Source: an optimization exercise on an open RTL-to-GDS flow (aim: small area, a short achievable clock period and few clock cycles per item). Production flows keep margins and buffers that such runs may drop.
At most, simulation tests tie the RTL to the original design; equivalence was not proved.
No functional check of the RTL was part of runs 4 and 5.

==> flow/design.v <==
module facet_tile (
    input  wire        clk,
    input  wire        rst,
    input  wire        start,
    input  wire [1:0]  cls,           
    input  wire [31:0] crc_in,        
    output wire        idle,
    input  wire        in_valid,
    input  wire [7:0]  in_data,
    output wire        in_ready,
    output reg         out_valid,
    output reg  [63:0] out_data,
    input  wire        out_ready,
    output reg         done,
    output wire [3:0]  done_cause,    
    output wire [7:0]  done_offset,   
    output wire [31:0] done_arg,      
    output wire [31:0] done_crc       
);
    localparam [3:0] P_HDR  = 4'd0,
                     P_U1   = 4'd1,
                     P_C1   = 4'd2,
                     P_E    = 4'd3,
                     P_B1   = 4'd4,
                     P_B2   = 4'd5,
                     P_BMAP = 4'd6,
                     P_NLEN = 4'd7,
                     P_NCOD = 4'd8,
                     P_TRAIL = 4'd9;    
    reg         busy;
    reg  [1:0]  cls_q;
    reg  [8:0]  idx;          
    reg  [3:0]  pst;          
    reg         fail;         
    reg  [3:0]  cause;
    reg  [7:0]  offset;
    reg  [31:0] arg;
    reg  [31:0] crc;
    reg  [10:0] rem;          
    reg         sk_v;
    reg  [7:0]  sk_d;
    reg         pend, pk_fill;
    reg  [7:0]  len_st, code_st;
    reg         run_act, run_fill;
    reg  [7:0]  run_left;     
    reg  [7:0]  run_code;     
    reg  [2:0]  q;            
    reg  [6:0]  bcnt;         
    reg         ofin;         
    assign idle        = !busy;
    assign in_ready    = !sk_v;
    assign done_cause  = cause;
    assign done_offset = offset;
    assign done_arg    = arg;
    assign done_crc    = crc;
    function [31:0] crc64;
        input [31:0] c;
        input [63:0] d;
        integer k;
        reg [31:0] x;
        begin
            x = c;
            for (k = 0; k < 64; k = k + 1) begin
                x = x ^ {31'd0, d[k]};
                x = x[0] ? ((x >> 1) ^ 32'h82F63B78) : (x >> 1);
            end
            crc64 = x;
        end
    endfunction
    wire       in_take = in_valid && !sk_v;
    wire       b_v     = sk_v || in_take;
    wire [7:0] b       = sk_v ? sk_d : in_data;
    wire [8:0] slen_m1 = (9'd256 >> cls_q) - 9'd1;
    wire wr_ok = !out_valid || out_ready;
    wire xfer  = out_valid && out_ready;
    wire       rn_go   = busy && wr_ok && !ofin && (run_act || pend);
    wire       f_fill  = run_act ? run_fill : pk_fill;
    wire [7:0] f_lm1   = run_act ? run_left : len_st;
    wire [3:0] space   = 4'd8 - {1'b0, q};
    wire       f_short = !f_fill && ({1'b0, f_lm1} < {5'd0, space});   
    wire [8:0] f_endl  = {6'd0, q} + {1'b0, f_lm1};                     
    wire       f_beat  = !f_short || (f_endl[3:0] == 4'd7);            
    wire       pend_use = rn_go && !run_act;
    reg ip_can;
    always @(*) begin
        case (pst)
            P_NLEN:  ip_can = !pend || pend_use;
            P_BMAP:  ip_can = wr_ok;
            default: ip_can = 1'b1;
        endcase
    end
    wire ip_acc = busy && b_v && ip_can;
    wire bm_go  = ip_acc && (pst == P_BMAP);
    wire last_byte = (idx == slen_m1 + 9'd1) || (ip_acc && idx == slen_m1);
    wire og_fin    = ofin && (!out_valid || out_ready);
    integer j;
    always @(posedge clk) begin
        if (rst) begin
            busy      <= 1'b0;
            out_valid <= 1'b0;
            done      <= 1'b0;
            sk_v      <= 1'b0;
        end else begin
            done <= 1'b0;
            if (b_v && !ip_acc) begin
                sk_v <= 1'b1;
                if (!sk_v) sk_d <= in_data;
            end else
                sk_v <= 1'b0;
            if (xfer) begin
                out_valid <= 1'b0;
                crc <= crc64(crc, out_data);
            end
            if (rn_go) begin
                for (j = 0; j < 8; j = j + 1)
                    if (j >= q && (f_fill || j <= f_endl))
                        out_data[8*j +: 8] <= run_act ? run_code : code_st;
                if (f_beat) begin
                    out_valid <= 1'b1;
                    bcnt <= bcnt + 7'd1;
                    if (bcnt == 7'd127) ofin <= 1'b1;
                end
                q <= f_short ? f_endl[2:0] + 3'd1 : 3'd0;
                if (pend_use) begin
                    pend     <= 1'b0;
                    run_code <= code_st;
                    run_fill <= pk_fill;
                end
                if (f_fill)
                    run_act <= !(f_beat && bcnt == 7'd127);
                else
                    run_act <= !f_short;
                run_left <= f_lm1 - space[3:0];
            end
            if (bm_go) begin
                for (j = 0; j < 8; j = j + 1)
                    out_data[8*j +: 8] <= b[j] ? code_st : run_code;
                out_valid <= 1'b1;
                bcnt <= bcnt + 7'd1;
                if (bcnt == 7'd127) ofin <= 1'b1;
            end
            if (ip_acc) begin
                idx <= idx + 9'd1;
                case (pst)
                    P_HDR: begin
                        if (b[4:0] != 5'd0) begin
                            fail <= 1'b1; cause <= 4'd4;
                            pend <= 1'b1; pk_fill <= 1'b1; code_st <= 8'd0;
                            pst <= P_TRAIL;
                        end else case (b[7:5])
                            3'd0: pst <= P_U1;
                            3'd1: begin cause <= 4'd14; pst <= P_C1; end
                            3'd7: begin cause <= 4'd15; pst <= P_E;
                                        pend <= 1'b1; pk_fill <= 1'b1; code_st <= 8'd0; end
                            3'd2: if (cls_q != 2'd0) begin
                                      fail <= 1'b1; cause <= 4'd7;
                                      pend <= 1'b1; pk_fill <= 1'b1; code_st <= 8'd0;
                                      pst <= P_TRAIL;
                                  end else
                                      pst <= P_B1;
                            3'd3: pst <= P_NLEN;
                            default: begin
                                fail <= 1'b1; cause <= 4'd3;
                                pend <= 1'b1; pk_fill <= 1'b1; code_st <= 8'd0;
                                pst <= P_TRAIL;
                            end
                        endcase
                    end
                    P_U1: begin
                        pend <= 1'b1; pk_fill <= 1'b1; code_st <= b;
                        pst <= P_TRAIL;
                    end
                    P_C1: begin
                        arg[7:0] <= b;
                        pend <= 1'b1; pk_fill <= 1'b1; code_st <= 8'd0;
                        pst <= P_TRAIL;
                    end
                    P_E: begin
                        case (idx[2:0])
                            3'd1:    arg[7:0]   <= b;
                            3'd2:    arg[15:8]  <= b;
                            3'd3:    arg[23:16] <= b;
                            default: arg[31:24] <= b;
                        endcase
                        if (idx[2:0] == 3'd4) pst <= P_TRAIL;
                    end
                    P_B1: begin run_code <= b; pst <= P_B2; end
                    P_B2: begin code_st  <= b; pst <= P_BMAP; end
                    P_BMAP: if (idx == 9'd130) pst <= P_TRAIL;
                    P_NLEN: begin
                        if (idx == slen_m1) begin
                            fail <= 1'b1; cause <= 4'd6; offset <= idx[7:0];
                            pend <= 1'b1; pk_fill <= 1'b1; code_st <= 8'd0;
                            pst <= P_TRAIL;
                        end else begin
                            len_st <= b;
                            pst <= P_NCOD;
                        end
                    end
                    P_NCOD: begin
                        if (rem[10:8] == 3'd0 && len_st >= rem[7:0]) begin
                            fail <= 1'b1; cause <= 4'd6; offset <= idx[7:0] - 8'd1;
                            pend <= 1'b1; pk_fill <= 1'b1; code_st <= 8'd0;
                            pst <= P_TRAIL;
                        end else begin
                            pend <= 1'b1; pk_fill <= 1'b0; code_st <= b;
                            rem <= rem - {3'd0, len_st} - 11'd1;
                            pst <= (rem == {3'd0, len_st} + 11'd1) ? P_TRAIL : P_NLEN;
                        end
                    end
                    default: if (!fail && b != 8'd0) begin    
                        fail <= 1'b1; cause <= 4'd4; offset <= idx[7:0]; arg <= 32'd0;
                    end
                endcase
            end
            if (busy && last_byte && og_fin) begin
                done <= 1'b1;
                busy <= 1'b0;
            end
            if (start && !busy) begin
                busy     <= 1'b1;
                cls_q    <= cls;
                crc      <= crc_in;
                idx      <= 9'd0;
                pst      <= P_HDR;
                fail     <= 1'b0;
                cause    <= 4'd0;
                offset   <= 8'd0;
                arg      <= 32'd0;
                rem      <= 11'd1024;
                pend     <= 1'b0;
                run_act  <= 1'b0;
                q        <= 3'd0;
                bcnt     <= 7'd0;
                ofin     <= 1'b0;
            end
        end
    end
endmodule
==> flow/run.sh <==
#!/bin/bash
# synth_recipe.tcl (not shown) runs the flow's synth.tcl, then flattens the netlist and writes it again
# the make line also repeats each setting of config.mk as NAME=value (left out here)
make -C /OpenROAD-flow-scripts/flow DESIGN_CONFIG=/design/flow/config.mk WORK_HOME=/design/flow/orfs CLKGATE_MAP_FILE= SYNTH_SCRIPT=/design/flow/synth_recipe.tcl finish
==> flow/config.mk <==
export PLATFORM = sky130hd
export DESIGN_NAME = facet_tile
export DESIGN_NICKNAME = facet_tile
export VERILOG_FILES = /design/flow/design.v
export SDC_FILE = /design/flow/constraint.sdc
export NUM_CORES = 4
export LEC_CHECK = 0
export CAP_MARGIN = 20
export CORE_MARGIN = 2
export CORE_UTILIZATION = 40
export PLACE_DENSITY = 0.6
export SLEW_MARGIN = 20
==> flow/constraint.sdc <==
create_clock -name core_clock -period 10.0 [get_ports {clk}]
set_input_delay 2.0000 -clock core_clock [delete_from_list [all_inputs] [get_ports {clk}]]
set_output_delay 2.0000 -clock core_clock [all_outputs]
set_load 0.01 [all_outputs]
==> notes.md, run 1 <==
CTS tree - done
Total track usage - 23.5%
Slowest stage delay, CP - 0.66 ns
Num CTS Buffers - 26
Crit Path Max Fanout - 9
Ports - 191
Clk buf depth - 3
Via count - 13,700
Ranking of synthesized cells by area - edfxtp_1 (31%), xnor3_1 (17%), xnor2_1 (15%)
Critical R2R Launch - crc[0]$_DFFE_PP_
Root buffer cell - clkbuf_16
Routability cong. - 0.932
Hold endpoint - run_fill$_DFFE_PP_
Mean Syn Cell Area - 12.9 um2
Fmax - 102 MHz
Final Hold Vio Count - 0
Mapped Cells - 1,643
Post-layout worst setup margin - 0.198 ns
CP Launch Type - flop
Hold WC Path Type - flop to flop
CTS Sinks - 226
Outcome - complete, no violations
Reg2reg end - crc[2]$_DFFE_PP_
Worst r2r path cells - 21
Hold depth - 0
Crit-path cells - xnor2_4 > buf_12 > xnor2_4 > xnor3_1 > xnor3_1 > xnor3_1 > xnor3_1 > xnor2_1 > xor2_1 > xor3_2 > xnor3_2 > xnor3_2 > xnor3_2 > xor3_1 > xnor3_2 > xnor3_2 > xor3_2 > xnor3_2 > xor3_2 > xnor3_1 > a21oi_4
Crit end category - flop
Final period util - 98.0%
Largest net degree at the start of global routing - 79
Top cells by count, synth - xnor2_1 (354), edfxtp_1 (222), xnor3_1 (164)
Worst Skew - 0.0122 ns
Pre-CTS setup slack - -0.120 ns
Min-delay src - pk_fill$_SDFFCE_PN1P_
Top-area cell type share of the netlist area - 31.4%
Chip Width - 234 um
Ys Warns - 1
I/O Buffers - 190
Register area share after synthesis - 31.8%
Final Net Count - 1,976
Worst-Margin Slew - 1.06 ns
Global-route wire length before repair - 93.5 mm
Chip height - 234 um
Vias per cell - 5.29
Starting Density - 40.4%
Pre-antenna DRT Iters - 6
Number of synthesized flops with an enable pin - 222
Worst path bufs/invs - 1
# rows - 84
FF+latch count, synth - 226
Most instantiated library cell after synthesis - xnor2_1
Number of remaining DRC errors - 0
Hold Slack - 0.449 ns
Synthesized area - 21,200 um2
Hold buffers post-CTS - 0
Max_cap viols - 0
Vias in the first global route - 13,700
Final WL - 65.0 mm
Share of cells above drive strength 1 - 15.5%
Max Slew Vio Count - 0
Reg clk slew, reported paths - 0.07 ns
Gr ovfl total - 0
DR iter-0 viols - 1,337
R2R setup slack - 0.20 ns
H-tree level count - 1
Worst path most repeated cell - xnor3_2
Critical-path cell with the highest stage delay - xor3_2
Post-synth ARST share - 0%
Crit Path Class - flop to flop
WL/cell - 25.0 um
Delay-heaviest family, CP - XOR/XNOR gates
Top_reg_cell synth - edfxtp_1
RSZ-0062 raised after global routing - false
Detail Route Antenna Nets - 0
Synth area leader - edfxtp_1
Core box area - 52,400 um2
Die footprint - 54,900 um2
Final TNS setup - 0 ns
Area growth syn-to-layout - 20.1%
Later-pin clock latency in the skew report - 0.55 ns
CP required - 10.35 ns
Synthesized Nets - 1,731
Synth cell types - 65
Post-route minimum period - 9.80 ns
Setup violations, final - 0
Post-DP HPWL - 52.0 mm
Initial antenna violation count - 3
Slew margin rel. - 29.6%
Crit path arrival time - 10.15 ns
Diodes inserted - 0
## worst max-delay path by stage
stage / from / end / slack (ns) / cells past startpoint
after global routing: crc[0]$_DFFE_PP_ / crc[2]$_DFFE_PP_ / 0.002 / 21
after detailed placement: crc[5]$_DFFE_PP_ / crc[2]$_DFFE_PP_ / -0.12 / 22
after floorplan: crc[5]$_DFFE_PP_ / crc[6]$_DFFE_PP_ / 0.98 / 20
final: crc[0]$_DFFE_PP_ / crc[2]$_DFFE_PP_ / 0.20 / 21
after global placement: crc[0]$_DFFE_PP_ / crc[2]$_DFFE_PP_ / -0.07 / 20
after CTS: crc[1]$_DFFE_PP_ / crc[2]$_DFFE_PP_ / 0.06 / 20
## registers in the layout, indices dropped and copies added (netlist names), 3 cells and up
name	count
crc	32
cause	4
offset	8
rem	11
code_st	8
len_st	8
pst	4
bcnt	7
out_data	64
sk_d	8
idx	9
run_code	8
arg	32
run_left	8
q	3
## final cells by class
type / count / area (um2)
Clock buffer: 30 / 687
Inverter: 54 / 203
Timing Repair Buffer: 258 / 2440
Sequential cell: 226 / 6750
Multi-Input combinational cell: 1322 / 14300
Fill cell: 4579 / 27000
Tap cell: 688 / 861
Clock inverter: 18 / 200
## metrics by stage
step / instance area, um2 / instances / utilization (%)
global placement: 24300 / 2538 / 46.3
detailed placement: 24300 / 2539 / 46.3
finish: 25500 / 2596 / 48.6
floorplan: 21200 / 1643 / -
CTS: 25200 / 2587 / 48.0
global route: 25500 / 2596 / 48.6
## logic make-up (layout without fill, tap and decap cells)
kind of cell | Yosys count | after routing | share of synthesized area [%]
flops | 226 | 226 | 31.8
simple gates | 275 | 275 | 5.88
buf+inv | 95 | 360 | 1.69
mux | 89 | 89 | 4.60
compound gates | 172 | 172 | 4.80
xor+xnor | 744 | 744 | 48.6
fa+ha+maj | 42 | 42 | 2.57
## timing repair
item,CTS,global route
setup endpoints to repair,1,11
pin swaps,0,7
gates cloned,0,0
gates resized for setup,2,26
setup buffers,0,9
## cell usage in the layout, fill, tap and decap left out, drive strengths merged, types with 14 or more instances in the layout
cell type,Yosys,routed
mux2,68,68
xor2,122,122
xnor3,194,194
nor2,123,123
nor2b,14,14
nand3,15,15
nand2,56,56
inv,51,53
xor3,31,31
buf,4,68
ha,38,38
xnor2,397,397
a21oi,68,68
o21ai,47,47
nor3,19,19
clkbuf,37,30
clkdlybuf4s50,0,190
mux2i,21,21
edfxtp,222,222
## layer usage
metal  vias up  track usage (%)  routed length (um)
li1       6256                -                   -
met1      6865             33.6               28900
met2       548             35.7               28500
met3        73             6.18                5910
met4         2             5.60                1620
met5         -                0                  13
Testbench counts, summed over its fixed seeds: cycles 526,523, tiles 1,920.
==> run 2: changes to the inputs <==
--- a/flow/design.v
+++ b/flow/design.v
@@ -56,15 +56,39 @@
     function [31:0] crc64;
         input [31:0] c;
         input [63:0] d;
-        integer k;
-        reg [31:0] x;
         begin
-            x = c;
-            for (k = 0; k < 64; k = k + 1) begin
-                x = x ^ {31'd0, d[k]};
-                x = x[0] ? ((x >> 1) ^ 32'h82F63B78) : (x >> 1);
-            end
-            crc64 = x;
+            crc64[0] = ^(c & 32'h386F2C25) ^ ^(d & 64'h1F91CAF6386F2C25);
+            crc64[1] = ^(c & 32'h70DE584B) ^ ^(d & 64'h3F2395EC70DE584B);
+            crc64[2] = ^(c & 32'hE1BCB097) ^ ^(d & 64'h7E472BD8E1BCB097);
+            crc64[3] = ^(c & 32'hC379612E) ^ ^(d & 64'hFC8E57B1C379612E);
+            crc64[4] = ^(c & 32'hBE9DEE78) ^ ^(d & 64'hE68D6595BE9DEE78);
+            crc64[5] = ^(c & 32'h4554F0D5) ^ ^(d & 64'hD28B01DD4554F0D5);
+            crc64[6] = ^(c & 32'hB2C6CD8E) ^ ^(d & 64'hBA87C94CB2C6CD8E);
+            crc64[7] = ^(c & 32'h5DE2B738) ^ ^(d & 64'h6A9E586F5DE2B738);
+            crc64[8] = ^(c & 32'hBBC56E71) ^ ^(d & 64'hD53CB0DEBBC56E71);
+            crc64[9] = ^(c & 32'h4FE5F0C6) ^ ^(d & 64'hB5E8AB4B4FE5F0C6);
+            crc64[10] = ^(c & 32'hA7A4CDA9) ^ ^(d & 64'h74409C60A7A4CDA9);
+            crc64[11] = ^(c & 32'h4F499B53) ^ ^(d & 64'hE88138C14F499B53);
+            crc64[12] = ^(c & 32'hA6FC1A83) ^ ^(d & 64'hCE93BB74A6FC1A83);
+            crc64[13] = ^(c & 32'h75971923) ^ ^(d & 64'h82B6BC1F75971923);
+            crc64[14] = ^(c & 32'hD3411E63) ^ ^(d & 64'h1AFCB2C8D3411E63);
+            crc64[15] = ^(c & 32'hA6823CC6) ^ ^(d & 64'h35F96591A6823CC6);
+            crc64[16] = ^(c & 32'h4D04798C) ^ ^(d & 64'h6BF2CB234D04798C);
+            crc64[17] = ^(c & 32'h9A08F318) ^ ^(d & 64'hD7E596469A08F318);
+            crc64[18] = ^(c & 32'h0C7ECA15) ^ ^(d & 64'hB05AE67B0C7ECA15);
+            crc64[19] = ^(c & 32'h2092B80F) ^ ^(d & 64'h7F2406002092B80F);
+            crc64[20] = ^(c & 32'h4125701F) ^ ^(d & 64'hFE480C004125701F);
+            crc64[21] = ^(c & 32'hBA25CC1B) ^ ^(d & 64'hE301D2F6BA25CC1B);
+            crc64[22] = ^(c & 32'h4C24B412) ^ ^(d & 64'hD9926F1B4C24B412);
+            crc64[23] = ^(c & 32'hA0264400) ^ ^(d & 64'hACB514C0A0264400);
+            crc64[24] = ^(c & 32'h7823A425) ^ ^(d & 64'h46FBE3777823A425);
+            crc64[25] = ^(c & 32'hF047484A) ^ ^(d & 64'h8DF7C6EEF047484A);
+            crc64[26] = ^(c & 32'hD8E1BCB0) ^ ^(d & 64'h047E472BD8E1BCB0);
+            crc64[27] = ^(c & 32'hB1C37961) ^ ^(d & 64'h08FC8E57B1C37961);
+            crc64[28] = ^(c & 32'h6386F2C2) ^ ^(d & 64'h11F91CAF6386F2C2);
+            crc64[29] = ^(c & 32'hC70DE584) ^ ^(d & 64'h23F2395EC70DE584);
+            crc64[30] = ^(c & 32'h8E1BCB09) ^ ^(d & 64'h47E472BD8E1BCB09);
+            crc64[31] = ^(c & 32'h1C379612) ^ ^(d & 64'h8FC8E57B1C379612);
         end
     endfunction
     wire       in_take = in_valid && !sk_v;
==> run 2 against run 1 <==
Critical path type is now input port to flop. Cell area fell by 21%. Clock-buffer cell count fell by 1. Critical endpoint is now arg[16]$_SDFFCE_PP0P_.
==> notes.md, run 2 <==
Setup Fix Bufs, Post-CTS - 0 (unchanged)
Met3 usage - 2.84% (-3.3 points)
Area growth syn-to-layout - 20.2% (about the same)
Chip height - 209 um (-11%)
Final TNS setup - 0 ns (unchanged)
Later-pin clock latency in the skew report - 0.58 ns (+0.03 ns)
Final Net Count - 1,836 (-7.1%)
Top_reg_cell synth - edfxtp_1
Most common cell after layout, fill and taps aside - xnor2_1
Outcome - complete, no violations
# rows - 75 (-11%)
Final period util - 47.0% (-51 points)
Most frequent cells in the layout - xnor2_1 (481), edfxtp_1 (222), clkdlybuf4s50_1 (190)
Slowest stage delay, CP - 0.68 ns (+0.02 ns)
FF+latch count, synth - 226 (unchanged)
Gr ovfl total - 0 (unchanged)
Max FFs per register - 64 (unchanged)
Register area share after synthesis - 40.1% (+8.3 points)
Pre-antenna DRT Iters - 6 (unchanged)
CTS Sinks - 226 (unchanged)
Starting Density - 40.3% (-0.14 points)
Synthesized Nets - 1,661 (-4.0%)
Top-area cell type share of the netlist area - 39.6% (+8.2 points)
Vias per cell - 5.30 (about the same)
CP required - 10.20 ns (-0.15 ns)
DR iter-0 viols - 823 (-38%)
Synth cell types - 63 (-3.1%)
I/O Buffers - 190 (unchanged)
Crit Path Max Fanout - 75 (+66)
CTS tree - done
Reg clk slew, reported paths - 0.06 ns (about the same)
Cts repair resizes - 0 (-2)
Share of cells above drive strength 1 - 9.78% (-5.7 points)
Post-route minimum period - 4.70 ns (-5.11 ns)
Largest Register - out_data
Total track usage - 26.1% (+2.6 points)
Setup violations, final - 0 (unchanged)
Chip Width - 209 um (-11%)
Number of remaining DRC errors - 0 (unchanged)
Synthesized area - 16,800 um2 (-21%)
Crit Path Class - input port to flop
Delay-heaviest family, CP - buffers and inverters
Final-layout fill cell count - 3,844 (-16%)
Initial antenna violation count - 0 (-3)
Detail Route Antenna Nets - 0 (unchanged)
WL/cell - 24.7 um (-1.4%)
Mean Syn Cell Area - 10.7 um2 (-17%)
Post-DP HPWL - 44.3 mm (-15%)
Num CTS Buffers - 27 (+3.8%)
Worst path bufs/invs - 4 (+3)
Most Crowded Layer GR - met2
CP Launch Type - input port
Ranking of synthesized cells by area - edfxtp_1 (40%), xnor2_1 (25%), xor2_1 (6.1%)
Fin util - 48.4% (-0.12 points)
Slew margin rel. - 32.2% (+2.6 points)
Max_cap viols - 0 (unchanged)
Ys Warns - 1 (unchanged)
Worst-Margin Slew - 1.01 ns (-0.0465 ns)
Number of synthesized flops with an enable pin - 222 (unchanged)
Vias in the first global route - 12,700 (-7.2%)
Final WL - 57.0 mm (-12%)
Top cells by count, synth - xnor2_1 (481), edfxtp_1 (222), nor2_1 (128)
Mapped Cells - 1,574 (-4.2%)
Largest net degree at the start of global routing - 76 (-3.8%)
Global Route met1 Usage - 30.9% (-2.6 points)
Most instantiated library cell after synthesis - xnor2_1
Crit end category - flop
Final Hold Vio Count - 0 (unchanged)
Crit-path cells - clkdlybuf4s50_1 > nor2b_4 > buf_4 > inv_2 > buf_4 > nand4_1 > nor2_1 > nor2_1
Core box area - 41,800 um2 (-20%)
Non-Filler Cell Area, Final - 20,200 um2 (-21%)
Die footprint - 43,700 um2 (-20%)
Synth area leader - edfxtp_1
Worst Skew - 0.0122 ns (-0.00000770 ns)
Ports - 191 (unchanged)
Routability cong. - 0.985 (+5.6%)
Clk buf depth - 3 (unchanged)
Global-route wire length before repair - 84.1 mm (-10%)
Crit path arrival time - 4.90 ns (-5.25 ns)
Fmax - 213 MHz (+110%)
Met2 Use GR - 47.3% (+12 points)
Largest registers - out_data (64), arg (32), crc (32)
H-tree level count - 1 (unchanged)
Hold buffers post-CTS - 0 (unchanged)
Placed cell area - 19,300 um2 (-20%)
RSZ-0062 raised after global routing - false
Critical-path cell with the highest stage delay - buf_4
Hold WC Path Type - flop to flop
Post-synth ARST share - 0% (unchanged)
Via count - 12,200 (-11%)
Root buffer cell - clkbuf_16
Max Slew Vio Count - 0 (unchanged)
Diodes inserted - 0 (unchanged)
## run 2: cell types whose count changed after synthesis, sizes merged, moves of 8 or more
| cell | previous run | this run |
|---|---|---|
| buf | 4 | 18 |
| clkbuf | 37 | 46 |
| mux2i | 21 | 12 |
| nand3 | 15 | 23 |
| xnor2 | 397 | 495 |
| xnor3 | 194 | 2 |
| xor3 | 31 | 1 |
## run 2: worst paths after layout
| check | start | to | slack [ns] | cells after the start |
|---|---|---|---|---|
| setup / recovery | start | arg[16]$_SDFFCE_PP0P_ | 5.30 | 8 |
| hold / removal | pk_fill$_SDFFCE_PN1P_ | run_fill$_DFFE_PP_ | 0.45 | 0 |
| setup reg to reg | run_act$_SDFFCE_PP0P_ | bcnt[5]$_SDFFCE_PP0P_ | 6.10 | 9 |
| hold reg to reg | pk_fill$_SDFFCE_PN1P_ | run_fill$_DFFE_PP_ | 0.45 | 0 |
## run 2: routing by layer
layer / vias up / wire [um]
li1: 5694 / -
met4: 0 / 3210
met5: - / 0
met3: 138 / 2340
met2: 413 / 29100
met1: 5984 / 22300
## run 2: per-stage QoR
| step | worst slack, ns | hold slack, ns | cells |
|---|---|---|---|
| global placement | 4.76 | 0.432 | 2259 |
| finish | 5.30 | 0.447 | 2308 |
| floorplan | 5.42 | 0.422 | 1574 |
| global route | 5.06 | 0.481 | 2308 |
| CTS | 5.26 | 0.449 | 2308 |
| detailed placement | 4.66 | 0.437 | 2259 |
## run 2: logic make-up after synthesis
kind of cell    share of synthesized area (%)
compound gates                           7.31
xor+xnor                                 33.6
fa+ha+maj                                3.11
buf+inv                                  2.86
flops                                    40.1
mux                                      5.13
simple gates                             7.88
## run 2: area by class of cell
type / count / area [um2] / share of cell area, %
multi-input cells: 1226 / 9630 / 47.6
flip-flops and latches: 226 / 6750 / 33.4
repair buffers: 210 / 2050 / 10.1
clock buffers: 29 / 683 / 3.38
well taps: 539 / 674 / 3.33
clock inverters: 20 / 219 / 1.08
inverters: 58 / 218 / 1.08
Testbench counts of run 2, summed over its fixed seeds: cycles 526,523, tiles 1,920.
==> run 3: changes to the inputs <==
--- a/flow/config.mk
+++ b/flow/config.mk
@@ -9,4 +9,5 @@
 export CORE_MARGIN = 2
 export CORE_UTILIZATION = 40
 export PLACE_DENSITY = 0.6
+export SETUP_SLACK_MARGIN = 5
 export SLEW_MARGIN = 20
==> run 3 against run 2 <==
Non-clock buffer count stayed put. Cell count stayed put. Critical path depth stayed put. Via count stayed put. Register-to-register slack hardly changed. Synthesized area stayed put. First-iteration DRC count stayed put. Setup slack stayed put. Critical endpoint unchanged. Largest cell class unchanged.
==> notes.md, run 3 <==
Outcome - complete, no violations
Post-synth ARST share - 0% (unchanged)
Slowest stage delay, CP - 0.68 ns (about the same)
Mapped Cells - 1,574 (unchanged)
Final TNS setup - 0 ns (unchanged)
Hold buffers post-CTS - 0 (unchanged)
Reg clk slew, reported paths - 0.06 ns (about the same)
Area growth syn-to-layout - 20.2% (unchanged)
Via count - 12,200 (unchanged)
Min-delay src - pk_fill$_SDFFCE_PN1P_
Share of cells above drive strength 1 - 9.78% (unchanged)
Crit-path cells - clkdlybuf4s50_1 > nor2b_4 > buf_4 > inv_2 > buf_4 > nand4_1 > nor2_1 > nor2_1
Hold endpoint - run_fill$_DFFE_PP_
Initial antenna violation count - 0 (unchanged)
Setup violations, final - 0 (unchanged)
Critical-path cell with the highest stage delay - buf_4
Worst Skew - 0.0122 ns (unchanged)
CTS Sinks - 226 (unchanged)
Routability cong. - 0.985 (unchanged)
Ys Warns - 1 (unchanged)
H-tree level count - 1 (unchanged)
Crit path arrival time - 4.90 ns (about the same)
CP startpoint - start
# rows - 75 (unchanged)
Core box area - 41,800 um2 (unchanged)
Ports - 191 (unchanged)
Gr ovfl total - 0 (unchanged)
Worst r2r path cells - 9 (unchanged)
Final WL - 57.0 mm (unchanged)
Root buffer cell - clkbuf_16
Clk buf depth - 3 (unchanged)
Fmax - 213 MHz (unchanged)
Max Slew Vio Count - 0 (unchanged)
Later-pin clock latency in the skew report - 0.58 ns (about the same)
I/O Buffers - 190 (unchanged)
DR iter-0 viols - 823 (unchanged)
Top cells by count, synth - xnor2_1 (481), edfxtp_1 (222), nor2_1 (128)
CTS tree - done
Largest registers - out_data (64), arg (32), crc (32)
Cts repair resizes - 0 (unchanged)
Fin util - 48.4% (unchanged)
Final Net Count - 1,836 (unchanged)
Met3 usage - 2.84% (unchanged)
Vias in the first global route - 12,700 (unchanged)
Chip Width - 209 um (unchanged)
Reg2reg end - bcnt[5]$_SDFFCE_PP0P_
Worst-Margin Slew - 1.01 ns (unchanged)
Pre-antenna DRT Iters - 6 (unchanged)
R2R setup slack - 6.10 ns (about the same)
Setup Fix Bufs, Post-CTS - 0 (unchanged)
Register area share after synthesis - 40.1% (unchanged)
Ranking of synthesized cells by area - edfxtp_1 (40%), xnor2_1 (25%), xor2_1 (6.1%)
Vias per cell - 5.30 (unchanged)
CP Launch Type - input port
Diodes inserted - 0 (unchanged)
Chip height - 209 um (unchanged)
CP required - 10.20 ns (about the same)
Post-DP HPWL - 44.3 mm (unchanged)
Most instantiated library cell after synthesis - xnor2_1
Top_reg_cell synth - edfxtp_1
WL/cell - 24.7 um (unchanged)
Crit Path Max Fanout - 75 (unchanged)
Global-route wire length before repair - 84.1 mm (unchanged)
Synth area leader - edfxtp_1
Hold depth - 0 (unchanged)
Crit end category - flop
Num CTS Buffers - 27 (unchanged)
FF+latch count, synth - 226 (unchanged)
Starting Density - 40.3% (unchanged)
Max_cap viols - 0 (unchanged)
Largest net degree at the start of global routing - 76 (unchanged)
Delay-heaviest family, CP - buffers and inverters
Crit Path Class - input port to flop
Synth cell types - 63 (unchanged)
Global Route met1 Usage - 30.9% (unchanged)
Synthesized area - 16,800 um2 (unchanged)
Die footprint - 43,700 um2 (unchanged)
Met2 Use GR - 47.3% (unchanged)
Slew margin rel. - 32.2% (unchanged)
Worst path bufs/invs - 4 (unchanged)
Max FFs per register - 64 (unchanged)
Largest Register - out_data
Most frequent cells in the layout - xnor2_1 (481), edfxtp_1 (222), clkdlybuf4s50_1 (190)
Hold WC Path Type - flop to flop
Number of remaining DRC errors - 0 (unchanged)
Synthesized Nets - 1,661 (unchanged)
Most Crowded Layer GR - met2
Final period util - 47.0% (unchanged)
RSZ-0062 raised after global routing - false
Final Hold Vio Count - 0 (unchanged)
Post-route minimum period - 4.70 ns (unchanged)
Critical R2R Launch - run_act$_SDFFCE_PP0P_
Detail Route Antenna Nets - 0 (unchanged)
Total track usage - 26.1% (unchanged)
Mean Syn Cell Area - 10.7 um2 (unchanged)
Top-area cell type share of the netlist area - 39.6% (unchanged)
Most common cell after layout, fill and taps aside - xnor2_1
Number of synthesized flops with an enable pin - 222 (unchanged)
==> run 3: cell families (layout without fill, tap and decap cells) <==
| logic type | count (synthesis) | in the layout | share of synthesized area (%) |
|---|---|---|---|
| xor gates and xnor gates | 622 | 622 | 33.6 |
| DFF | 226 | 226 | 40.1 |
| adders and majority gates | 40 | 40 | 3.11 |
| muxes | 78 | 78 | 5.13 |
| and+or+nand+nor | 289 | 289 | 7.88 |
| AOI/OAI and AO/OA | 197 | 197 | 7.31 |
| buffers and inverters | 122 | 317 | 2.86 |
==> run 3: stage by stage <==
stage,cells,setup WS (ns),hold WS [ns],cell area [um2]
after floorplan,1574,5.42,0.422,16800
after global routing,2308,5.06,0.481,20200
final,2308,5.30,0.447,20200
after CTS,2308,5.26,0.449,20200
after global placement,2259,4.76,0.432,19300
after detailed placement,2259,4.66,0.437,19300
==> run 3: metal layers <==
metal / wire, um / vias up
li1: - / 5694
met1: 22300 / 5984
met2: 29100 / 413
met3: 2340 / 138
met4: 3210 / 0
met5: 0 / -
==> run 3: how the worst max path moves through the flow <==
stage                                 end  cells after the start
floorplan                crc[0]$_DFFE_PP_                      5
CTS                 arg[17]$_SDFFCE_PP0P_                      8
global route        arg[28]$_SDFFCE_PP0P_                      8
detailed placement  arg[17]$_SDFFCE_PP0P_                      8
finish              arg[16]$_SDFFCE_PP0P_                      8
global placement    arg[25]$_SDFFCE_PP0P_                      8
==> run 3: cell type report <==
type / count / area, um2
flip-flops and latches: 226 / 6750
well taps: 539 / 674
clock inverters: 20 / 219
clock buffers: 29 / 683
repair buffers: 210 / 2050
fillers: 3844 / 21500
multi-input cells: 1226 / 9630
inverters: 58 / 218
==> run 4: changes to the inputs <==
--- a/flow/design.v
+++ b/flow/design.v
@@ -17,15 +17,15 @@
     output wire [31:0] done_arg,      
     output wire [31:0] done_crc       
 );
-    localparam [3:0] P_HDR  = 4'd0,
-                     P_U1   = 4'd1,
-                     P_C1   = 4'd2,
-                     P_E    = 4'd3,
-                     P_B1   = 4'd4,
-                     P_B2   = 4'd5,
-                     P_BMAP = 4'd6,
-                     P_NLEN = 4'd7,
-                     P_NCOD = 4'd8,
+    localparam [3:0] P_HDR   = 4'd0,
+                     P_U1    = 4'd1,
+                     P_C1    = 4'd2,
+                     P_E     = 4'd3,
+                     P_B1    = 4'd4,
+                     P_B2    = 4'd5,
+                     P_BMAP  = 4'd6,
+                     P_NLEN  = 4'd7,
+                     P_NCOD  = 4'd8,
                      P_TRAIL = 4'd9;    
     reg         busy;
     reg  [1:0]  cls_q;
@@ -37,8 +37,9 @@
     reg  [31:0] arg;
     reg  [31:0] crc;
     reg  [10:0] rem;          
-    reg         sk_v;
-    reg  [7:0]  sk_d;
+    reg         rdy;
+    reg         v0, v1;
+    reg  [7:0]  h0, h1;
     reg         pend, pk_fill;
     reg  [7:0]  len_st, code_st;
     reg         run_act, run_fill;
@@ -48,7 +49,7 @@
     reg  [6:0]  bcnt;         
     reg         ofin;         
     assign idle        = !busy;
-    assign in_ready    = !sk_v;
+    assign in_ready    = rdy;
     assign done_cause  = cause;
     assign done_offset = offset;
     assign done_arg    = arg;
@@ -91,20 +92,29 @@
             crc64[31] = ^(c & 32'h1C379612) ^ ^(d & 64'h8FC8E57B1C379612);
         end
     endfunction
-    wire       in_take = in_valid && !sk_v;
-    wire       b_v     = sk_v || in_take;
-    wire [7:0] b       = sk_v ? sk_d : in_data;
+    wire [7:0] b = h0;
     wire [8:0] slen_m1 = (9'd256 >> cls_q) - 9'd1;
     wire wr_ok = !out_valid || out_ready;
     wire xfer  = out_valid && out_ready;
-    wire       rn_go   = busy && wr_ok && !ofin && (run_act || pend);
-    wire       f_fill  = run_act ? run_fill : pk_fill;
-    wire [7:0] f_lm1   = run_act ? run_left : len_st;
-    wire [3:0] space   = 4'd8 - {1'b0, q};
-    wire       f_short = !f_fill && ({1'b0, f_lm1} < {5'd0, space});   
-    wire [8:0] f_endl  = {6'd0, q} + {1'b0, f_lm1};                     
-    wire       f_beat  = !f_short || (f_endl[3:0] == 4'd7);            
-    wire       pend_use = rn_go && !run_act;
+    wire       rn_can  = busy && !ofin && (run_act || pend);
+    wire       rn_go   = rn_can && wr_ok;
+    wire       a_fill  = run_act ? run_fill : pk_fill;
+    wire [7:0] a_lm1   = run_act ? run_left : len_st;
+    wire [8:0] a_end   = {6'd0, q} + {1'b0, a_lm1};           
+    wire       a_ends  = !a_fill && (a_end <= 9'd7);          
+    wire       a_short = !a_fill && (a_end < 9'd7);           
+    wire       b_on    = run_act && pend && a_short;          
+    wire [3:0] s2      = a_end[3:0] + 4'd1;                   
+    wire [8:0] b_end   = {5'd0, s2} + {1'b0, len_st};
+    wire       b_ends  = !pk_fill && (b_end <= 9'd7);
+    wire       b_short = !pk_fill && (b_end < 9'd7);
+    wire       f_beat  = b_on ? !b_short : !a_short;          
+    wire [2:0] q_nx    = b_on ? (b_short ? b_end[2:0] + 3'd1 : 3'd0)
+                              : (a_short ? a_end[2:0] + 3'd1 : 3'd0);
+    wire [3:0] sl      = b_on ? s2 : {1'b0, q};               
+    wire [7:0] x_lm1   = (run_act && !b_on) ? run_left : len_st;
+    wire [7:0] left_nx = x_lm1 - (4'd8 - sl);
+    wire       pend_use = rn_go && (!run_act || b_on);
     reg ip_can;
     always @(*) begin
         case (pst)
@@ -113,48 +123,49 @@
             default: ip_can = 1'b1;
         endcase
     end
-    wire ip_acc = busy && b_v && ip_can;
+    wire ip_acc = busy && v0 && ip_can;
     wire bm_go  = ip_acc && (pst == P_BMAP);
     wire last_byte = (idx == slen_m1 + 9'd1) || (ip_acc && idx == slen_m1);
-    wire og_fin    = ofin && (!out_valid || out_ready);
+    wire og_fin    = ofin && wr_ok;
+    wire push = in_valid && rdy;
     integer j;
     always @(posedge clk) begin
-        if (rst) begin
-            busy      <= 1'b0;
-            out_valid <= 1'b0;
-            done      <= 1'b0;
-            sk_v      <= 1'b0;
+        if (ip_acc) begin
+            h0 <= v1 ? h1 : in_data;
+            v0 <= v1 || push;
+            h1 <= in_data;
+            v1 <= v1 && push;
+            rdy <= 1'b1;
         end else begin
+            if (!v0) h0 <= in_data;
+            else if (!v1) h1 <= in_data;
+            v0 <= v0 || push;
+            v1 <= v1 || (v0 && push);
+            rdy <= !(v1 || (v0 && push));
+        end
+        begin
             done <= 1'b0;
-            if (b_v && !ip_acc) begin
-                sk_v <= 1'b1;
-                if (!sk_v) sk_d <= in_data;
-            end else
-                sk_v <= 1'b0;
             if (xfer) begin
                 out_valid <= 1'b0;
                 crc <= crc64(crc, out_data);
             end
             if (rn_go) begin
                 for (j = 0; j < 8; j = j + 1)
-                    if (j >= q && (f_fill || j <= f_endl))
-                        out_data[8*j +: 8] <= run_act ? run_code : code_st;
+                    if (j >= q && (a_fill || j <= a_end || (b_on && (pk_fill || j <= b_end))))
+                        out_data[8*j +: 8] <= (!run_act || j > a_end) ? code_st : run_code;
                 if (f_beat) begin
                     out_valid <= 1'b1;
                     bcnt <= bcnt + 7'd1;
                     if (bcnt == 7'd127) ofin <= 1'b1;
                 end
-                q <= f_short ? f_endl[2:0] + 3'd1 : 3'd0;
+                q <= q_nx;
                 if (pend_use) begin
                     pend     <= 1'b0;
                     run_code <= code_st;
                     run_fill <= pk_fill;
                 end
-                if (f_fill)
-                    run_act <= !(f_beat && bcnt == 7'd127);
-                else
-                    run_act <= !f_short;
-                run_left <= f_lm1 - space[3:0];
+                run_act  <= b_on ? !b_ends : !a_ends;
+                run_left <= left_nx;
             end
             if (bm_go) begin
                 for (j = 0; j < 8; j = j + 1)
@@ -241,8 +252,8 @@
                 done <= 1'b1;
                 busy <= 1'b0;
             end
-            if (start && !busy) begin
-                busy     <= 1'b1;
+            if (!busy) begin
+                busy     <= start;
                 cls_q    <= cls;
                 crc      <= crc_in;
                 idx      <= 9'd0;
@@ -259,5 +270,13 @@
                 ofin     <= 1'b0;
             end
         end
+        if (rst) begin
+            busy      <= 1'b0;
+            out_valid <= 1'b0;
+            done      <= 1'b0;
+            v0        <= 1'b0;
+            v1        <= 1'b0;
+            rdy       <= 1'b1;
+        end
     end
 endmodule
--- a/flow/config.mk
+++ b/flow/config.mk
@@ -9,5 +9,4 @@
 export CORE_MARGIN = 2
 export CORE_UTILIZATION = 40
 export PLACE_DENSITY = 0.6
-export SETUP_SLACK_MARGIN = 5
 export SLEW_MARGIN = 20
==> run 4 against run 3 <==
Global-route usage about the same. Worst hold slack better by 0.018 ns. Sequential share of layout area down 3.7 points. Highest routed layer unchanged. Critical path depth increased by 12. Still clean on timing, DRC and antenna.
==> notes.md, run 4 <==
Detail Route Antenna Nets - 0 (unchanged)
Diodes inserted - 0 (unchanged)
Gr ovfl total - 0 (unchanged)
Most frequent cells in the layout - xnor2_1 (457), clkdlybuf4s50_1 (190), edfxtp_1 (140)
CP required - 10.43 ns (+0.23 ns)
Synthesized area - 17,200 um2 (+2.5%)
Ports - 191 (unchanged)
Post-DP HPWL - 45.3 mm (+2.1%)
Critical-path cell with the highest stage delay - fa_1
Pre-antenna DRT Iters - 5 (-1)
Global-route wire length before repair - 86.3 mm (+2.6%)
Fin util - 48.2% (-0.19 points)
Synth area leader - edfxtp_1
Setup Fix Bufs, Post-CTS - 0 (unchanged)
Final period util - 55.8% (+8.9 points)
Later-pin clock latency in the skew report - 0.57 ns (about the same)
Most common cell after layout, fill and taps aside - xnor2_1
Slowest stage delay, CP - 0.44 ns (-0.24 ns)
Initial antenna violation count - 0 (unchanged)
WL/cell - 24.1 um (-2.3%)
Final Hold Vio Count - 0 (unchanged)
Area growth syn-to-layout - 19.7%
FF+latch count, synth - 236 (+4.4%)
Largest Register - out_data
I/O Buffers - 190 (unchanged)
Hold buffers post-CTS - 0 (unchanged)
Max Slew Vio Count - 0 (unchanged)
Top cells by count, synth - xnor2_1 (457), edfxtp_1 (140), xor2_1 (121)
Pre-CTS setup slack - 4.35 ns (-0.306 ns)
Post-layout worst setup margin - 4.42 ns (-0.889 ns)
Largest registers - out_data (64), arg (32), crc (32)
Final WL - 59.1 mm (+3.7%)
Max FFs per register - 64 (unchanged)
Clk buf depth - 3 (unchanged)
Post-synth ARST share - 0% (unchanged)
Core box area - 42,800 um2 (+2.5%)
CTS tree - done
Top-area cell type share of the netlist area - 24.4% (-15 points)
Worst Skew - 0.00809 ns (-0.00406 ns)
Chip height - 212 um (+1.2%)
Starting Density - 40.3% (about the same)
Top_reg_cell synth - edfxtp_1
Synth Area in Compound Gates - 7.91% (+0.60 points)
Final-layout fill cell count - 4,043 (+5.2%)
CP Launch Type - flop
Largest family of logic cells by synthesized area - XOR/XNOR gates
H-tree level count - 1 (unchanged)
RSZ-0062 raised after global routing - false
Crit-path cells - buf_4 > o21ai_0 > ha_1 > fa_1 > a21oi_1 > a211oi_1 > or4_4 > a22oi_4 > nand3_1 > nand2_1 > mux2_2 > ha_1 > nor2b_1 > o21ai_0 > a21boi_0 > o21ai_0 > nand2_1 > a31oi_1 > mux4_2 > nor2_1
Post-synthesis xor/xnor area fraction - 29.5% (-4.1 points)
Final Net Count - 1,976 (+7.6%)
Final TNS setup - 0 ns (unchanged)
Die footprint - 44,800 um2 (+2.4%)
Post-synthesis simple-gate area fraction - 9.40% (+1.5 points)
Number of synthesized flops with an enable pin - 140 (-37%)
Crit end category - flop
Synth Area in Adders - 3.73% (+0.62 points)
Root buffer cell - clkbuf_16
Multi-input combinational cell area - 10,600 um2 (+10%)
Ranking of synthesized cells by area - edfxtp_1 (24%), xnor2_1 (23%), dfxtp_1 (11%)
CTS Sinks - 236 (+4.4%)
Ys Warns - 1 (unchanged)
Max_cap viols - 0 (unchanged)
Crit Path Max Fanout - 33 (-56%)
# rows - 76 (+1.3%)
Outcome - complete, no violations
Worst-Margin Slew - 1.19 ns (+0.176 ns)
Setup violations, final - 0 (unchanged)
Slew margin rel. - 20.9% (-11 points)
Share of cells above drive strength 1 - 10.1% (+0.32 points)
Most instantiated library cell after synthesis - xnor2_1
Chip Width - 212 um (+1.2%)
Post-synthesis mux area share - 10.9% (+5.8 points)
Crit path arrival time - 6.02 ns (+1.12 ns)
Fmax - 179 MHz (-16%)
Register area - 6130 um2 (-9.1%)
Number of remaining DRC errors - 0 (unchanged)
Vias in the first global route - 13,200 (+3.9%)
Crit Path Class - flop to flop
Largest net degree at the start of global routing - 55 (-28%)
Post-route minimum period - 5.58 ns (+0.889 ns)
Cts repair resizes - 0 (unchanged)
Num CTS Buffers - 29 (+7.4%)
Via count - 13,200 (+8.1%)
Non-filler cells, final - 2,448 (+6.1%)
Dpl cells - 2,395 (+6.0%)
Routability cong. - 0.998 (+1.4%)
Mean Syn Cell Area - 10.0 um2 (-6.2%)
Total track usage - 26.2% (+0.034 points)
DR iter-0 viols - 962 (+17%)
Mapped Cells - 1,720 (+9.3%)
Synthesized Nets - 1,816 (+9.3%)
Hold WC Path Type - flop to flop
Register area share after synthesis - 35.5% (-4.6 points)
Vias per cell - 5.40 (+1.9%)
Worst path most repeated cell - o21ai_0
Reg clk slew, reported paths - 0.06 ns (about the same)
Synth cell types - 73 (+16%)
==> run 4: cell types whose count changed after synthesis, sizes merged, moves of 27 or more <==
cell,previous run,this run
dfxtp,4,96
edfxtp,222,140
mux2,66,104
mux2i,12,67
nand2,51,90
nor2,128,101
xnor2,495,457
==> run 4: per-layer routing <==
metal  global-route usage, %  up-vias  wire [um]
li1                        -     6228          -
met1                    31.2     6380      23400
met2                    46.5      466      29200
met3                    3.14      142       3070
met4                    13.1        0       3350
met5                       0        -          0
==> run 4: path summary, 6_finish.rpt <==
kind	startpoint	endpoint	slack [ns]	cells after the start
worst max-delay path	run_act$_SDFFE_PN0P_	run_left[7]$_DFFE_PP_	4.42	20
worst max register to register	run_act$_SDFFE_PN0P_	run_left[7]$_DFFE_PP_	4.42	20
worst min-delay path	arg[3]$_SDFFE_PN0P_	arg[3]$_SDFFE_PN0P_	0.47	2
worst min register to register	arg[3]$_SDFFE_PN0P_	arg[3]$_SDFFE_PN0P_	0.47	2
==> run 4: logic make-up after synthesis <==
group                      Yosys count
muxes                              173
adders and majority gates           49
AOI/OAI and AO/OA                  208
buffers and inverters              135
xor gates and xnor gates           579
DFF                                236
and+or+nand+nor                    340
==> run 4: cell type report <==
| type | count | area share (%) |
|---|---|---|
| multi-input cells | 1349 | 51.5 |
| flip-flops and latches | 236 | 29.7 |
| repair buffers | 214 | 10.1 |
| clock buffers | 36 | 3.74 |
| well taps | 546 | 3.31 |
| inverters | 50 | 0.909 |
| clock inverters | 17 | 0.752 |
==> run 4: worst max-delay path, delay by kind of cell (launching register included) <==
| family | cells | cell delay, ns |
|---|---|---|
| flip-flops | 1 | 0.31 |
| adder cells (fa/ha/maj) | 3 | 0.96 |
| buffers and inverters | 1 | 0.34 |
| multiplexers | 2 | 0.74 |
| AO/OA/AOI/OAI | 8 | 1.52 |
| AND/OR/NAND/NOR | 6 | 1.56 |
==> run 4: metrics by stage <==
stage                     hold WS (ns)  instance area [um2]
final                            0.465                20600
after global routing             0.489                20600
after CTS                        0.473                20600
after detailed placement         0.464                19700
after global placement           0.452                19700
after floorplan                  0.447                17200
==> run 5: changes to the inputs <==
--- a/flow/config.mk
+++ b/flow/config.mk
@@ -5,8 +5,8 @@
 export SDC_FILE = /design/flow/constraint.sdc
 export NUM_CORES = 4
 export LEC_CHECK = 0
-export CAP_MARGIN = 20
+export CAP_MARGIN = 50
 export CORE_MARGIN = 2
 export CORE_UTILIZATION = 40
 export PLACE_DENSITY = 0.6
-export SLEW_MARGIN = 20
+export SLEW_MARGIN = 70
==> run 5 against run 4 <==
Largest cell class unchanged. Critical path depth unchanged. Critical path type unchanged. Die area stayed put. Wire length rose by 1.3%. Cell count up 4.8%. Setup slack improved by 0.18 ns. Cell area grew 9.4%. Sequential share of layout area decreased by 2.5 points. Non-clock buffer count grew 117. Worst hold slack got worse by 0.0023 ns. Still clean on timing, DRC and antenna. Maximum frequency rose by 3.2%. Clock skew is 0.023 ns higher. First-iteration DRC count grew 3.2%.
==> notes.md, run 5 <==
Outcome - complete, no violations
Number of remaining DRC errors - 0 (unchanged)
H-tree level count - 1 (unchanged)
Chip Width - 212 um (unchanged)
Hold depth - 2 (unchanged)
M1 wire length - 23.9 mm (+2.0%)
Post-synth ARST share - 0% (unchanged)
Crit Path Max Fanout - 33 (unchanged)
Ports - 191 (unchanged)
Non-Filler Cell Area, Final - 22,600 um2 (+9.4%)
Max FFs per register - 64 (unchanged)
Post-DP HPWL - 48.3 mm (+6.7%)
Max_cap viols - 0 (unchanged)
Number of synthesized flops with an enable pin - 140 (unchanged)
Synthesized Nets - 1,816 (unchanged)
Starting Density - 40.3% (unchanged)
Min-delay src - arg[3]$_SDFFE_PN0P_
Post-route minimum period - 5.41 ns (-0.176 ns)
Clk buf depth - 3 (unchanged)
Critical R2R Launch - run_act$_SDFFE_PN0P_
Final TNS setup - 0 ns (unchanged)
Ys Warns - 1 (unchanged)
Final Net Count - 2,093 (+5.9%)
Final period util - 54.1% (-1.8 points)
Most instantiated library cell after synthesis - xnor2_1
Later-pin clock latency in the skew report - 0.60 ns (+0.03 ns)
Final WL - 59.8 mm (+1.3%)
Synth cell types - 73 (unchanged)
CP Launch Type - flop
Vias per cell - 5.30 (-1.9%)
Fmax - 185 MHz (+3.2%)
Largest Register - out_data
Synthesized area - 17,200 um2 (unchanged)
Die footprint - 44,800 um2 (unchanged)
Mapped Cells - 1,720 (unchanged)
Slew margin rel. - 68.4% (+47 points)
Placed cell area - 21,400 um2 (+8.9%)
WL/cell - 23.3 um (-3.4%)
Worst path most repeated cell - o21ai_0
DR iter-0 viols - 993 (+3.2%)
Global-route wire length before repair - 88.9 mm (+2.9%)
Final Hold Vio Count - 0 (unchanged)
Detail Route Antenna Nets - 0 (unchanged)
Slowest stage delay, CP - 0.48 ns (+0.04 ns)
Worst r2r path cells - 20 (unchanged)
Initial antenna violation count - 0 (unchanged)
Pre-antenna DRT Iters - 5 (unchanged)
Top-area cell type share of the netlist area - 24.4% (unchanged)
CTS tree - done
Core box area - 42,800 um2 (unchanged)
Reg2reg end - run_left[7]$_DFFE_PP_
Hold Slack - 0.463 ns (-0.00228 ns)
Diodes inserted - 0 (unchanged)
Most common cell after layout, fill and taps aside - xnor2_1
# rows - 76 (unchanged)
Ranking of synthesized cells by area - edfxtp_1 (24%), xnor2_1 (23%), dfxtp_1 (11%)
FF+latch count, synth - 236 (unchanged)
Worst-Margin Slew - 0.470 ns (-0.715 ns)
Most frequent cells in the layout - xnor2_1 (384), clkdlybuf4s50_1 (190), edfxtp_1 (140)
Share of cells above drive strength 1 - 22.3% (+12 points)
Crit path arrival time - 5.87 ns (-0.15 ns)
Hold WC Path Type - flop to flop
Setup Fix Bufs, Post-CTS - 0 (unchanged)
Worst Skew - 0.0312 ns (+0.0231 ns)
Root buffer cell - clkbuf_16
Cts repair resizes - 0 (unchanged)
RSZ-0062 raised after global routing - false
Routability cong. - 0.998 (unchanged)
R2R setup slack - 4.59 ns (+0.18 ns)
Setup violations, final - 0 (unchanged)
Reg clk slew, reported paths - 0.06 ns (about the same)
Met3 Routed Length - 2.51 mm (-18%)
CP required - 10.46 ns (+0.03 ns)
Area growth syn-to-layout - 30.9%
Gr ovfl total - 0 (unchanged)
Crit-path cells - buf_4 > o21ai_0 > ha_1 > fa_1 > a21oi_1 > a211oi_1 > or4_4 > a22oi_4 > nand3_2 > nand2_1 > mux2_2 > ha_1 > nor2b_1 > o21ai_0 > a21boi_0 > o21ai_0 > nand2_1 > a31oi_1 > mux4_2 > nor2_1
Hold endpoint - arg[3]$_SDFFE_PN0P_
Num CTS Buffers - 29 (unchanged)
Crit end category - flop
Max Slew Vio Count - 0 (unchanged)
Metal2 WL - 30.0 mm (+2.9%)
Chip height - 212 um (unchanged)
Crit Path Class - flop to flop
Vias in the first global route - 14,000 (+5.9%)
Total track usage - 26.7% (+0.51 points)
Hold buffers post-CTS - 0 (unchanged)
Via count - 13,600 (+2.8%)
Synth area leader - edfxtp_1
Top_reg_cell synth - edfxtp_1
Largest net degree at the start of global routing - 55 (unchanged)
Largest registers - out_data (64), arg (32), crc (32)
Top cells by count, synth - xnor2_1 (457), edfxtp_1 (140), xor2_1 (121)
Mean Syn Cell Area - 10.0 um2 (unchanged)
CTS Sinks - 236 (unchanged)
I/O Buffers - 190 (unchanged)
Critical-path cell with the highest stage delay - fa_1
Register area share after synthesis - 35.5% (unchanged)
Highest Signal Layer - met4
-- run 5: worst max-delay path by stage --
stage	startpoint	end	slack [ns]	cells after the start
after floorplan	run_act$_SDFFE_PN0P_	run_left[7]$_DFFE_PP_	4.49	25
after global placement	out_ready	rem[10]$_SDFFE_PN1P_	4.44	9
after detailed placement	run_act$_SDFFE_PN0P_	run_left[7]$_DFFE_PP_	4.46	20
after CTS	run_act$_SDFFE_PN0P_	run_left[7]$_DFFE_PP_	4.46	20
after global routing	run_act$_SDFFE_PN0P_	run_left[7]$_DFFE_PP_	4.12	20
final	run_act$_SDFFE_PN0P_	run_left[7]$_DFFE_PP_	4.59	20
-- run 5: cells by family after synthesis --
family / after synthesis / share of synthesized area [%]
adder cells (fa/ha/maj): 49 / 3.73
flip-flops: 236 / 35.5
buffers and inverters: 135 / 3.03
AO/OA/AOI/OAI: 208 / 7.91
multiplexers: 173 / 10.9
AND/OR/NAND/NOR: 340 / 9.40
XOR/XNOR: 579 / 29.5
-- run 5: layout make-up --
cell class                 instances  area, um2
clock buffer                      42        841
clock inverter                    12        111
sequential                       236       6150
inverter                          50        188
tap                              546        683
fill                            3864      20200
multi-input combinational       1349      11800
timing repair buffer             331       2840
-- run 5: routing by layer --
| layer | vias to the layer above | GRT usage [%] |
|---|---|---|
| met3 | 149 | 3.38 |
| met1 | 6521 | 31.4 |
| met5 | - | 0 |
| met4 | 0 | 12.9 |
| li1 | 6452 | - |
| met2 | 468 | 48.0 |
-- run 5: worst max-delay path, delay by kind of cell, from the launching register on --
kind / cells / cell delay [ns]
fa+ha+maj: 3 / 0.99
simple gates: 6 / 1.35
mux: 2 / 0.74
buf+inv: 1 / 0.34
flops: 1 / 0.31
compound gates: 8 / 1.52
-- run 5: metrics by stage --
step | utilization, % | instances | setup WS [ns]
2_1_floorplan | - | 1720 | 4.49
3_3_place_gp | 46.0 | 2395 | 4.44
3_5_place_dp | 50.1 | 2506 | 4.46
4_1_cts | 52.3 | 2560 | 4.46
5_1_grt | 52.8 | 2566 | 4.12
6_report | 52.8 | 2566 | 4.59

afterwards: timing with drivers on the ports:
In the flow no input, the clock included, has a driving cell. The finished layouts below were timed again as built, in two steps. Step 1 (the two cells are an assumption about what drives the block):
set clk [get_ports {clk}]
set_driving_cell -lib_cell sky130_fd_sc_hd__clkbuf_16 $clk
set_driving_cell -lib_cell sky130_fd_sc_hd__buf_2 [delete_from_list [all_inputs] $clk]
Step 2 also shifts input and output timing later by t, the mid clock arrival at the registers, as if the neighbouring blocks saw the same clock. Slacks: ideal ports / drivers / drivers and shift; pairs: ideal ports / drivers.
| run | t (ns) | setup slack, ns | worst setup path after step 2 | clock arrival spread, ns | worst data-port slew with drivers (ns) |
|---|---|---|---|---|---|
| run 1 | 0.591 | 0.198 / 0.198 / 0.198 | register to register | 0.012 / 0.013 | 0.08 |
| run 2 | 0.627 | 5.305 / 5.335 / 4.708 | input to register | 0.014 / 0.014 | 0.06 |
| run 3 | 0.627 | 5.305 / 5.335 / 4.708 | input to register | 0.014 / 0.014 | 0.06 |
| run 4 | 0.625 | 4.415 / 4.415 / 4.415 | register to register | 0.009 / 0.009 | 0.05 |
| run 5 | 0.635 | 4.591 / 4.591 / 4.591 | register to register | 0.031 / 0.032 | 0.05 |
After both steps setup and hold are still met in every run listed.
